This design comes from an exercise in tuning for small area and a short achievable clock period on the open sky130 flow, not from production work.
At most, simulation tests tie the RTL to the original design; equivalence was not proved.
For run 2, only the layout was checked, not whether the RTL still works.

## flow/design.v (module list and top-level ports; edited modules follow where they fit)
// module burin_drain_fp: 1075 lines
module burin_drain_fp (
    input  wire        clk,
    input  wire        rst,
    input  wire        in_valid,
    input  wire        in_acc_fp,
    input  wire [31:0] in_acc,
    input  wire [31:0] in_scale,
    input  wire [2:0]  in_fmt,
    output reg         out_valid,
    output reg  [31:0] out_data,
    output reg         out_sat
);
  // ...
==> flow/run.sh <==
#!/bin/bash
# synth_recipe.tcl (not shown) runs the flow's synth.tcl, then flattens the netlist and writes it again
# the make line also repeats each setting of config.mk as NAME=value (left out here)
make -C /OpenROAD-flow-scripts/flow DESIGN_CONFIG=/design/flow/config.mk WORK_HOME=/design/flow/orfs CLKGATE_MAP_FILE= SYNTH_SCRIPT=/design/flow/synth_recipe.tcl finish
==> flow/config.mk <==
export PLATFORM = sky130hd
export DESIGN_NAME = burin_drain_fp
export DESIGN_NICKNAME = burin_drain_fp
export VERILOG_FILES = /design/flow/design.v
export SDC_FILE = /design/flow/constraint.sdc
export NUM_CORES = 4
export LEC_CHECK = 0
export CAP_MARGIN = 20
export CORE_MARGIN = 2
export CORE_UTILIZATION = 40
export PLACE_DENSITY = 0.6
export SLEW_MARGIN = 20
==> flow/constraint.sdc <==
create_clock -name core_clock -period 23.0 [get_ports {clk}]
set_input_delay 4.6000 -clock core_clock [delete_from_list [all_inputs] [get_ports {clk}]]
set_output_delay 4.6000 -clock core_clock [all_outputs]
set_load 0.01 [all_outputs]
==> qor.csv, run 1 <==
metric;value;unit
well_tap_count;1144;
n_sequential_cell;318;
cts_root_buf;clkbuf_16;
largest_class;multi-input gates;
crit_top_cell;nand2_1;
core_area;0.0853;mm²
final-seq-area;0.00638;mm²
cp.depth;27;
postSynthCellCount;3903;
wl_met2;50900;µm
synth.largest_area_cell;dfxtp_1;
top_layer_used;met5;
antenna_found_initial;1;
drtIter0Drc;2995;
synth_compound_area_share;18.1;%
viasPerCell;5.92;
ctsHoldBuffers;0;
slew_viol_final;0;
stdcell_count;4983;
n_all_inverters;459;
grt_setup_unrepaired;false;
cp-endpoint;out_data[7];
clockBufferDepth;3;
dpl.hpwl;77300;µm
drive_above_1_share;8.67;%
synth.avg_cell_area;8.84;µm²
crit_slowest_cell;a2111oi_0;
nFillCells;8352;
htreeDepth;2;
fin_hold_ws;0.323;ns
synth_ff_type;dfxtp_1;
synth_common_cells;inv_1, xnor2_1, a22oi_1;
clkbuf_count;49;
final_cell_mix;inv_1, xnor2_1, a22oi_1, fa_1, dfxtp_1;
status;no timing/DRC/antenna violations;
==> run 2: changes to the inputs <==
--- a/flow/design.v
+++ b/flow/design.v
@@ -844,32 +844,231 @@
                            + (r_fp ? ($signed(11'sd150) - $signed({3'd0, a_efp})) : 11'sd0);
     wire signed [10:0] x_tu = x_t + $signed({6'd0, f_u});
     wire [6:0] x_shs = (x_tu > 11'sd79) ? 7'd79 : x_tu[6:0];
     wire signed [9:0] x_tc = (x_t > 11'sd55) ? 10'sd55 : x_t[9:0];
     reg        c_valid;
     reg [54:0] c_x, c_y;
     reg [6:0]  c_shs;
     reg [9:0]  c_t;
-    reg [4:0]  c_u;
     reg        c_nan, c_inf, c_sign;
     reg [2:0]  c_fmt;
     always @(posedge clk) begin
         c_valid <= r_valid & ~rst;
         c_x     <= cs_x;
         c_y     <= cs_y;
         c_shs   <= x_shs;
         c_t     <= x_tc;
-        c_u     <= f_u;
         c_nan   <= x_nan;
         c_inf   <= x_inf;
         c_sign  <= x_sign;
         c_fmt   <= r_fmt;
     end
-    wire [54:0] prod = c_x + c_y;
+    wire [54:0] prod_g0 = c_x & c_y;
+    wire [54:0] prod_p0 = c_x ^ c_y;
+    wire prod_g1_1 = prod_g0[1] | (prod_p0[1] & prod_g0[0]);
+    wire prod_p1_1 = prod_p0[1] & prod_p0[0];
+    wire prod_g1_3 = prod_g0[3] | (prod_p0[3] & prod_g0[2]);
+    wire prod_p1_3 = prod_p0[3] & prod_p0[2];
+    wire prod_g1_5 = prod_g0[5] | (prod_p0[5] & prod_g0[4]);
+    wire prod_p1_5 = prod_p0[5] & prod_p0[4];
+    wire prod_g1_7 = prod_g0[7] | (prod_p0[7] & prod_g0[6]);
+    wire prod_p1_7 = prod_p0[7] & prod_p0[6];
+    wire prod_g1_9 = prod_g0[9] | (prod_p0[9] & prod_g0[8]);
+    wire prod_p1_9 = prod_p0[9] & prod_p0[8];
+    wire prod_g1_11 = prod_g0[11] | (prod_p0[11] & prod_g0[10]);
+    wire prod_p1_11 = prod_p0[11] & prod_p0[10];
+    wire prod_g1_13 = prod_g0[13] | (prod_p0[13] & prod_g0[12]);
+    wire prod_p1_13 = prod_p0[13] & prod_p0[12];
+    wire prod_g1_15 = prod_g0[15] | (prod_p0[15] & prod_g0[14]);
+    wire prod_p1_15 = prod_p0[15] & prod_p0[14];
+    wire prod_g1_17 = prod_g0[17] | (prod_p0[17] & prod_g0[16]);
+    wire prod_p1_17 = prod_p0[17] & prod_p0[16];
+    wire prod_g1_19 = prod_g0[19] | (prod_p0[19] & prod_g0[18]);
+    wire prod_p1_19 = prod_p0[19] & prod_p0[18];
+    wire prod_g1_21 = prod_g0[21] | (prod_p0[21] & prod_g0[20]);
+    wire prod_p1_21 = prod_p0[21] & prod_p0[20];
+    wire prod_g1_23 = prod_g0[23] | (prod_p0[23] & prod_g0[22]);
+    wire prod_p1_23 = prod_p0[23] & prod_p0[22];
+    wire prod_g1_25 = prod_g0[25] | (prod_p0[25] & prod_g0[24]);
+    wire prod_p1_25 = prod_p0[25] & prod_p0[24];
+    wire prod_g1_27 = prod_g0[27] | (prod_p0[27] & prod_g0[26]);
+    wire prod_p1_27 = prod_p0[27] & prod_p0[26];
+    wire prod_g1_29 = prod_g0[29] | (prod_p0[29] & prod_g0[28]);
+    wire prod_p1_29 = prod_p0[29] & prod_p0[28];
+    wire prod_g1_31 = prod_g0[31] | (prod_p0[31] & prod_g0[30]);
+    wire prod_p1_31 = prod_p0[31] & prod_p0[30];
+    wire prod_g1_33 = prod_g0[33] | (prod_p0[33] & prod_g0[32]);
+    wire prod_p1_33 = prod_p0[33] & prod_p0[32];
+    wire prod_g1_35 = prod_g0[35] | (prod_p0[35] & prod_g0[34]);
+    wire prod_p1_35 = prod_p0[35] & prod_p0[34];
+    wire prod_g1_37 = prod_g0[37] | (prod_p0[37] & prod_g0[36]);
+    wire prod_p1_37 = prod_p0[37] & prod_p0[36];
+    wire prod_g1_39 = prod_g0[39] | (prod_p0[39] & prod_g0[38]);
+    wire prod_p1_39 = prod_p0[39] & prod_p0[38];
+    wire prod_g1_41 = prod_g0[41] | (prod_p0[41] & prod_g0[40]);
+    wire prod_p1_41 = prod_p0[41] & prod_p0[40];
+    wire prod_g1_43 = prod_g0[43] | (prod_p0[43] & prod_g0[42]);
+    wire prod_p1_43 = prod_p0[43] & prod_p0[42];
+    wire prod_g1_45 = prod_g0[45] | (prod_p0[45] & prod_g0[44]);
+    wire prod_p1_45 = prod_p0[45] & prod_p0[44];
+    wire prod_g1_47 = prod_g0[47] | (prod_p0[47] & prod_g0[46]);
+    wire prod_p1_47 = prod_p0[47] & prod_p0[46];
+    wire prod_g1_49 = prod_g0[49] | (prod_p0[49] & prod_g0[48]);
+    wire prod_p1_49 = prod_p0[49] & prod_p0[48];
+    wire prod_g1_51 = prod_g0[51] | (prod_p0[51] & prod_g0[50]);
+    wire prod_p1_51 = prod_p0[51] & prod_p0[50];
+    wire prod_g1_53 = prod_g0[53] | (prod_p0[53] & prod_g0[52]);
+    wire prod_p1_53 = prod_p0[53] & prod_p0[52];
+    wire prod_g2_3 = prod_g1_3 | (prod_p1_3 & prod_g1_1);
+    wire prod_p2_3 = prod_p1_3 & prod_p1_1;
+    wire prod_g2_7 = prod_g1_7 | (prod_p1_7 & prod_g1_5);
+    wire prod_p2_7 = prod_p1_7 & prod_p1_5;
+    wire prod_g2_11 = prod_g1_11 | (prod_p1_11 & prod_g1_9);
+    wire prod_p2_11 = prod_p1_11 & prod_p1_9;
+    wire prod_g2_15 = prod_g1_15 | (prod_p1_15 & prod_g1_13);
+    wire prod_p2_15 = prod_p1_15 & prod_p1_13;
+    wire prod_g2_19 = prod_g1_19 | (prod_p1_19 & prod_g1_17);
+    wire prod_p2_19 = prod_p1_19 & prod_p1_17;
+    wire prod_g2_23 = prod_g1_23 | (prod_p1_23 & prod_g1_21);
+    wire prod_p2_23 = prod_p1_23 & prod_p1_21;
+    wire prod_g2_27 = prod_g1_27 | (prod_p1_27 & prod_g1_25);
+    wire prod_p2_27 = prod_p1_27 & prod_p1_25;
+    wire prod_g2_31 = prod_g1_31 | (prod_p1_31 & prod_g1_29);
+    wire prod_p2_31 = prod_p1_31 & prod_p1_29;
+    wire prod_g2_35 = prod_g1_35 | (prod_p1_35 & prod_g1_33);
+    wire prod_p2_35 = prod_p1_35 & prod_p1_33;
+    wire prod_g2_39 = prod_g1_39 | (prod_p1_39 & prod_g1_37);
+    wire prod_p2_39 = prod_p1_39 & prod_p1_37;
+    wire prod_g2_43 = prod_g1_43 | (prod_p1_43 & prod_g1_41);
+    wire prod_p2_43 = prod_p1_43 & prod_p1_41;
+    wire prod_g2_47 = prod_g1_47 | (prod_p1_47 & prod_g1_45);
+    wire prod_p2_47 = prod_p1_47 & prod_p1_45;
+    wire prod_g2_51 = prod_g1_51 | (prod_p1_51 & prod_g1_49);
+    wire prod_p2_51 = prod_p1_51 & prod_p1_49;
+    wire prod_g3_7 = prod_g2_7 | (prod_p2_7 & prod_g2_3);
+    wire prod_p3_7 = prod_p2_7 & prod_p2_3;
+    wire prod_g3_15 = prod_g2_15 | (prod_p2_15 & prod_g2_11);
+    wire prod_p3_15 = prod_p2_15 & prod_p2_11;
+    wire prod_g3_23 = prod_g2_23 | (prod_p2_23 & prod_g2_19);
+    wire prod_p3_23 = prod_p2_23 & prod_p2_19;
+    wire prod_g3_31 = prod_g2_31 | (prod_p2_31 & prod_g2_27);
+    wire prod_p3_31 = prod_p2_31 & prod_p2_27;
+    wire prod_g3_39 = prod_g2_39 | (prod_p2_39 & prod_g2_35);
+    wire prod_p3_39 = prod_p2_39 & prod_p2_35;
+    wire prod_g3_47 = prod_g2_47 | (prod_p2_47 & prod_g2_43);
+    wire prod_p3_47 = prod_p2_47 & prod_p2_43;
+    wire prod_g4_15 = prod_g3_15 | (prod_p3_15 & prod_g3_7);
+    wire prod_p4_15 = prod_p3_15 & prod_p3_7;
+    wire prod_g4_31 = prod_g3_31 | (prod_p3_31 & prod_g3_23);
+    wire prod_p4_31 = prod_p3_31 & prod_p3_23;
+    wire prod_g4_47 = prod_g3_47 | (prod_p3_47 & prod_g3_39);
+    wire prod_p4_47 = prod_p3_47 & prod_p3_39;
+    wire prod_g5_31 = prod_g4_31 | (prod_p4_31 & prod_g4_15);
+    wire prod_p5_31 = prod_p4_31 & prod_p4_15;
+    wire prod_g6_47 = prod_g4_47 | (prod_p4_47 & prod_g5_31);
+    wire prod_p6_47 = prod_p4_47 & prod_p5_31;
+    wire prod_g7_23 = prod_g3_23 | (prod_p3_23 & prod_g4_15);
+    wire prod_p7_23 = prod_p3_23 & prod_p4_15;
+    wire prod_g7_39 = prod_g3_39 | (prod_p3_39 & prod_g5_31);
+    wire prod_p7_39 = prod_p3_39 & prod_p5_31;
+    wire prod_g8_11 = prod_g2_11 | (prod_p2_11 & prod_g3_7);
+    wire prod_p8_11 = prod_p2_11 & prod_p3_7;
+    wire prod_g8_19 = prod_g2_19 | (prod_p2_19 & prod_g4_15);
+    wire prod_p8_19 = prod_p2_19 & prod_p4_15;
+    wire prod_g8_27 = prod_g2_27 | (prod_p2_27 & prod_g7_23);
+    wire prod_p8_27 = prod_p2_27 & prod_p7_23;
+    wire prod_g8_35 = prod_g2_35 | (prod_p2_35 & prod_g5_31);
+    wire prod_p8_35 = prod_p2_35 & prod_p5_31;
+    wire prod_g8_43 = prod_g2_43 | (prod_p2_43 & prod_g7_39);
+    wire prod_p8_43 = prod_p2_43 & prod_p7_39;
+    wire prod_g8_51 = prod_g2_51 | (prod_p2_51 & prod_g6_47);
+    wire prod_p8_51 = prod_p2_51 & prod_p6_47;
+    wire prod_g9_5 = prod_g1_5 | (prod_p1_5 & prod_g2_3);
+    wire prod_p9_5 = prod_p1_5 & prod_p2_3;
+    wire prod_g9_9 = prod_g1_9 | (prod_p1_9 & prod_g3_7);
+    wire prod_p9_9 = prod_p1_9 & prod_p3_7;
+    wire prod_g9_13 = prod_g1_13 | (prod_p1_13 & prod_g8_11);
+    wire prod_p9_13 = prod_p1_13 & prod_p8_11;
+    wire prod_g9_17 = prod_g1_17 | (prod_p1_17 & prod_g4_15);
+    wire prod_p9_17 = prod_p1_17 & prod_p4_15;
+    wire prod_g9_21 = prod_g1_21 | (prod_p1_21 & prod_g8_19);
+    wire prod_p9_21 = prod_p1_21 & prod_p8_19;
+    wire prod_g9_25 = prod_g1_25 | (prod_p1_25 & prod_g7_23);
+    wire prod_p9_25 = prod_p1_25 & prod_p7_23;
+    wire prod_g9_29 = prod_g1_29 | (prod_p1_29 & prod_g8_27);
+    wire prod_p9_29 = prod_p1_29 & prod_p8_27;
+    wire prod_g9_33 = prod_g1_33 | (prod_p1_33 & prod_g5_31);
+    wire prod_p9_33 = prod_p1_33 & prod_p5_31;
+    wire prod_g9_37 = prod_g1_37 | (prod_p1_37 & prod_g8_35);
+    wire prod_p9_37 = prod_p1_37 & prod_p8_35;
+    wire prod_g9_41 = prod_g1_41 | (prod_p1_41 & prod_g7_39);
+    wire prod_p9_41 = prod_p1_41 & prod_p7_39;
+    wire prod_g9_45 = prod_g1_45 | (prod_p1_45 & prod_g8_43);
+    wire prod_p9_45 = prod_p1_45 & prod_p8_43;
+    wire prod_g9_49 = prod_g1_49 | (prod_p1_49 & prod_g6_47);
+    wire prod_p9_49 = prod_p1_49 & prod_p6_47;
+    wire prod_g9_53 = prod_g1_53 | (prod_p1_53 & prod_g8_51);
+    wire prod_p9_53 = prod_p1_53 & prod_p8_51;
+    wire prod_g10_2 = prod_g0[2] | (prod_p0[2] & prod_g1_1);
+    wire prod_p10_2 = prod_p0[2] & prod_p1_1;
+    wire prod_g10_4 = prod_g0[4] | (prod_p0[4] & prod_g2_3);
+    wire prod_p10_4 = prod_p0[4] & prod_p2_3;
+    wire prod_g10_6 = prod_g0[6] | (prod_p0[6] & prod_g9_5);
+    wire prod_p10_6 = prod_p0[6] & prod_p9_5;
+    wire prod_g10_8 = prod_g0[8] | (prod_p0[8] & prod_g3_7);
+    wire prod_p10_8 = prod_p0[8] & prod_p3_7;
+    wire prod_g10_10 = prod_g0[10] | (prod_p0[10] & prod_g9_9);
+    wire prod_p10_10 = prod_p0[10] & prod_p9_9;
+    wire prod_g10_12 = prod_g0[12] | (prod_p0[12] & prod_g8_11);
+    wire prod_p10_12 = prod_p0[12] & prod_p8_11;
+    wire prod_g10_14 = prod_g0[14] | (prod_p0[14] & prod_g9_13);
+    wire prod_p10_14 = prod_p0[14] & prod_p9_13;
+    wire prod_g10_16 = prod_g0[16] | (prod_p0[16] & prod_g4_15);
+    wire prod_p10_16 = prod_p0[16] & prod_p4_15;
+    wire prod_g10_18 = prod_g0[18] | (prod_p0[18] & prod_g9_17);
+    wire prod_p10_18 = prod_p0[18] & prod_p9_17;
+    wire prod_g10_20 = prod_g0[20] | (prod_p0[20] & prod_g8_19);
+    wire prod_p10_20 = prod_p0[20] & prod_p8_19;
+    wire prod_g10_22 = prod_g0[22] | (prod_p0[22] & prod_g9_21);
+    wire prod_p10_22 = prod_p0[22] & prod_p9_21;
+    wire prod_g10_24 = prod_g0[24] | (prod_p0[24] & prod_g7_23);
+    wire prod_p10_24 = prod_p0[24] & prod_p7_23;
+    wire prod_g10_26 = prod_g0[26] | (prod_p0[26] & prod_g9_25);
+    wire prod_p10_26 = prod_p0[26] & prod_p9_25;
+    wire prod_g10_28 = prod_g0[28] | (prod_p0[28] & prod_g8_27);
+    wire prod_p10_28 = prod_p0[28] & prod_p8_27;
+    wire prod_g10_30 = prod_g0[30] | (prod_p0[30] & prod_g9_29);
+    wire prod_p10_30 = prod_p0[30] & prod_p9_29;
+    wire prod_g10_32 = prod_g0[32] | (prod_p0[32] & prod_g5_31);
+    wire prod_p10_32 = prod_p0[32] & prod_p5_31;
+    wire prod_g10_34 = prod_g0[34] | (prod_p0[34] & prod_g9_33);
+    wire prod_p10_34 = prod_p0[34] & prod_p9_33;
+    wire prod_g10_36 = prod_g0[36] | (prod_p0[36] & prod_g8_35);
+    wire prod_p10_36 = prod_p0[36] & prod_p8_35;
+    wire prod_g10_38 = prod_g0[38] | (prod_p0[38] & prod_g9_37);
+    wire prod_p10_38 = prod_p0[38] & prod_p9_37;
+    wire prod_g10_40 = prod_g0[40] | (prod_p0[40] & prod_g7_39);
+    wire prod_p10_40 = prod_p0[40] & prod_p7_39;
+    wire prod_g10_42 = prod_g0[42] | (prod_p0[42] & prod_g9_41);
+    wire prod_p10_42 = prod_p0[42] & prod_p9_41;
+    wire prod_g10_44 = prod_g0[44] | (prod_p0[44] & prod_g8_43);
+    wire prod_p10_44 = prod_p0[44] & prod_p8_43;
+    wire prod_g10_46 = prod_g0[46] | (prod_p0[46] & prod_g9_45);
+    wire prod_p10_46 = prod_p0[46] & prod_p9_45;
+    wire prod_g10_48 = prod_g0[48] | (prod_p0[48] & prod_g6_47);
+    wire prod_p10_48 = prod_p0[48] & prod_p6_47;
+    wire prod_g10_50 = prod_g0[50] | (prod_p0[50] & prod_g9_49);
+    wire prod_p10_50 = prod_p0[50] & prod_p9_49;
+    wire prod_g10_52 = prod_g0[52] | (prod_p0[52] & prod_g8_51);
+    wire prod_p10_52 = prod_p0[52] & prod_p8_51;
+    wire prod_g10_54 = prod_g0[54] | (prod_p0[54] & prod_g9_53);
+    wire prod_p10_54 = prod_p0[54] & prod_p9_53;
+    wire [54:0] prod_c = {prod_g9_53, prod_g10_52, prod_g8_51, prod_g10_50, prod_g9_49, prod_g10_48, prod_g6_47, prod_g10_46, prod_g9_45, prod_g10_44, prod_g8_43, prod_g10_42, prod_g9_41, prod_g10_40, prod_g7_39, prod_g10_38, prod_g9_37, prod_g10_36, prod_g8_35, prod_g10_34, prod_g9_33, prod_g10_32, prod_g5_31, prod_g10_30, prod_g9_29, prod_g10_28, prod_g8_27, prod_g10_26, prod_g9_25, prod_g10_24, prod_g7_23, prod_g10_22, prod_g9_21, prod_g10_20, prod_g8_19, prod_g10_18, prod_g9_17, prod_g10_16, prod_g4_15, prod_g10_14, prod_g9_13, prod_g10_12, prod_g8_11, prod_g10_10, prod_g9_9, prod_g10_8, prod_g3_7, prod_g10_6, prod_g9_5, prod_g10_4, prod_g2_3, prod_g10_2, prod_g1_1, prod_g0[0], 1'b0};
+    wire [54:0] prod = prod_p0 ^ prod_c;
     wire [63:0] prod64 = {9'd0, prod};
     wire lz_v1 = prod64[1] | prod64[0];
     wire lz_p1 = prod64[1];
     wire lz_v2 = prod64[3] | prod64[2];
     wire lz_p2 = prod64[3];
     wire lz_v3 = prod64[5] | prod64[4];
     wire lz_p3 = prod64[5];
     wire lz_v4 = prod64[7] | prod64[6];
@@ -990,16 +1189,26 @@
     wire [4:0] lz_p61 = lz_v58 ? {1'b1, lz_p58} : {1'b0, lz_p57};
     wire lz_v62 = lz_v60 | lz_v59;
     wire [4:0] lz_p62 = lz_v60 ? {1'b1, lz_p60} : {1'b0, lz_p59};
     wire lz_v63 = lz_v62 | lz_v61;
     wire [5:0] lz_p63 = lz_v62 ? {1'b1, lz_p62} : {1'b0, lz_p61};
     wire [5:0] msb = lz_p63;
     wire signed [10:0] nb   = $signed({5'd0, msb}) - $signed({c_t[9], c_t});
     wire        normal = ~nb[10] & lz_v63;    
+    reg [4:0] c_u;
+    always @(*) begin
+        case (c_fmt)
+            3'd0: c_u = 5'd20;
+            3'd1: c_u = 5'd21;
+            3'd2: c_u = 5'd16;
+            3'd3: c_u = 5'd13;
+            default: c_u = 5'd0;
+        endcase
+    end
     wire [6:0]  shn  = {1'b0, msb} + {2'd0, c_u};
     wire [6:0]  sh   = normal ? shn : c_shs;
     wire [8:0]  base = normal ? nb[8:0] : 9'd0;
     reg        p_valid;
     reg [54:0] p_prod;
     reg [6:0]  p_sh;
     reg [8:0]  p_base;
     reg        p_nan, p_inf, p_sign;
==> flow/flow/run.sh (new file) <==
#!/bin/bash
# Standard synthesis and layout. Timing repair (floorplan, post-place, CTS, global route)
# works on every path whose setup slack at the design's clock period is below the margin in
# flow/margin.txt, and may resize cells across footprints. The constraints are the design's.
set -euo pipefail
MARGIN=$(cat flow/margin.txt)
bash standard.sh synth > synth_make.log 2>&1
bash standard.sh SETUP_SLACK_MARGIN=$MARGIN MATCH_CELL_FOOTPRINT=0 SKIP_GATE_CLONING=1 finish > layout_make.log 2>&1
==> flow/flow/margin.txt (new file) <==
17.3
==> flow/standard.sh (new file) <==
#!/bin/bash
# synth_recipe.tcl (not shown) runs the flow's synth.tcl, then flattens the netlist and writes it again
# the make line also repeats each setting of config.mk as NAME=value (left out here)
make -C /OpenROAD-flow-scripts/flow DESIGN_CONFIG=/design/flow/config.mk WORK_HOME=/design/flow/orfs CLKGATE_MAP_FILE= SYNTH_SCRIPT=/design/flow/synth_recipe.tcl "${@:-finish}"
removed: flow/run.sh
==> qor.csv, run 2 <==
metric;value;unit;change
drtIter0Drc;2479;;-17%
die_y;292;µm;
synth.largest_area_cell;fa_1;;
fin_crit_sh;27.0;%;
crit_slowest_cell;fa_1;;
startpoint;c_y[14];;
synth_ff_type;dfxtp_1;;
crit_top_cell;a21o_1;;
hold_start;c_sign;;
utilization;47.6;%;
reg_top3;c_x (55), p_prod (55), c_y (54);;
synth-edff-count;0;;
cts_tree;yes;;
yosysTopAreaCellShare;20.4;%;
slew-limit-headroom;21.4;%;
die-area;0.0852;mm²;
wirelength;108000;µm;
grtUsageTotal;25.1;%;
ctsHoldBuffers;0;;unchanged
place_congestion;0.921;;
setup_violations;0;;
final_cell_mix;inv_1, xnor2_1, a22oi_1, fa_1, dfxtp_1;;
critPathKind;reg -> reg;;
hold_viol;0;;
skew;0.0433;ns;
min_period;6.22;ns;
yosysSeqAreaShare;19.0;%;
grt_setup_unrepaired;true;;
postSynthCellCount;3548;;-9.1%
synth_area;0.0331;mm²;
r2r_cells;28;;
max-cap-violations;0;;
drtPass1Iterations;6;;
place_area;0.0353;mm²;
busiest_layer;met2;;
critical_path_required;23.48;ns;
synth_common_cells;inv_1, xnor2_1, a22oi_1;;
use_met2;41.1;%;
htreeDepth;2;;unchanged
diodes;0;;
setup_slack;16.78;ns;
wl_per_cell;22.9;µm;
fmax;161;MHz;
regToRegEndpoint;p_sh[1];;
grt_max_degree;59;;
worst_slew_pin_slew;1.18;ns;
startpoint_type;flip-flop;;
cts_buffers;40;;
cp-endpoint;p_sh[1];;
syn_to_final_growth;17.9;%;
place_ws;15.91;ns;
final_common_cell;inv_1;;
r2r_start;c_y[14];;
critPathMaxStageDelay;0.52;ns;
grt_use_met3;4.54;%;
pin_count;105;;
r2r_slack;16.78;ns;
dieWidth;292;µm;
clkTransAtPathRegs;0.06;ns;
path_max_fanout;8;;
grt.overflow.total;0;;
end_kind;flip-flop;;
clockBufferDepth;3;;unchanged
critPathArrivalTime;6.70;ns;
cts_sinks;314;;
synth_area_leaders;fa_1, dfxtp_1, xnor2_1;;
initial_utilization;40.4;%;
status;no timing/DRC/antenna violations;;
yosysMostFrequentCell;inv_1;;
min_path_type;reg -> reg;;
dpl.hpwl;71800;µm;-7.1%
io_buffers;104;;
antenna_found_initial;2;;+1
viasPerCell;5.75;;-2.9%
finalSetupTns;0;ns;
drt.antenna.violating_nets;0;;
synth.avg_cell_area;9.34;µm²;+5.6%
gr-usage-met1;32.3;%;
nFillCells;7597;;-9.0%
syn-num-nets;4093;;
cts_root_buf;clkbuf_16;;
fin_hold_ws;0.331;ns;+0.00815 ns
fp-row-count;105;;
clock_latency;0.61;ns;
drc;0;;
finalInstanceArea;0.0391;mm²;
core_area;0.0821;mm²;-3.7%
synth.ff_latch_count;314;;
yosysWarnings;1;;
place.detailed.instances;4521;;
vias;27130;;
ys_async_sr_fraction;0;%;
drive_above_1_share;17.6;%;+8.9 points
slew_viol_final;0;;unchanged
nNetsFinal;4164;;
grt_pass1_wl;167000;µm;
first_global_vias;27975;;
ys_types;89;;
stdcell_count;4718;;-5.3%
## run 2: final cells by class
class	instances	area (µm²)	share of cell area (%)
flip-flops and latches	314	6320	16.2
well taps	1070	1340	3.43
multi-input cells	2469	25400	65.0
repair buffers	305	2770	7.09
clock inverters	18	284	0.727
inverters	489	1850	4.74
clock buffers	53	1100	2.82
## run 2: kinds of logic after synthesis
| family | share of synthesized area [%] |
|---|---|
| xor+xnor | 13.0 |
| simple gates | 9.06 |
| compound gates | 15.5 |
| fa+ha+maj | 25.6 |
| flops | 19.0 |
| mux | 8.65 |
| buf+inv | 9.16 |
## run 2: per-layer routing
layer / vias to the layer above / wire length [µm] / part of all wire (%)
met2: 1386 / 50000 / 46
met4: 2 / 5080 / 4.7
met3: 307 / 9490 / 8.8
met5: - / 13 / 0.012
li1: 12126 / - / -
met1: 13309 / 43500 / 40
## run 2: timing repair
item	CTS	global route
endpoints found under the setup margin	115	59
pin swaps	81	71
hold endpoints to repair	0	0
resized for setup	253	123
setup buffers	93	33
## run 2: worst max-delay path: cells and delay by family, from the launching register on
| family | cells | cell delay [ns] |
|---|---|---|
| buf+inv | 3 | 0.32 |
| fa+ha+maj | 4 | 1.41 |
| simple gates | 10 | 1.85 |
| mux | 1 | 0.30 |
| compound gates | 10 | 1.92 |
| flops | 1 | 0.31 |
## run 2: worst min-delay path by stage
stage,endpoint,slack (ns),depth (start not counted)
after global routing,p_sign,0.35,0
after detailed placement,p_sign,0.33,0
final,p_sign,0.33,0
after global placement,p_sign,0.31,0
after floorplan,p_inf,0.31,0
after CTS,p_sign,0.34,0

==> afterwards: timing with drivers on the ports <==
The flow's constraints put no driver on any port. The routed layouts listed below were extracted and timed again, unchanged, in two steps. Step 1 assumes that a clkbuf_16 drives the clock port and a buf_2 every other input. Step 2 also shifts input and output timing later by t, the mid clock arrival at the registers, as if the neighbouring blocks saw the same clock. Slacks: ideal / step 1 / step 2; pairs: ideal / step 1.
run	t (ns)	setup slack, ns	worst setup path at the end	latest minus earliest clock arrival (ns)	worst slew at a driven data input, ns
run 1	0.653	15.484 / 15.484 / 15.484	register to register	0.042 / 0.042	0.04
run 2	0.652	16.780 / 16.780 / 16.780	register to register	0.044 / 0.044	0.06
After both steps setup and hold are still met in every run listed.
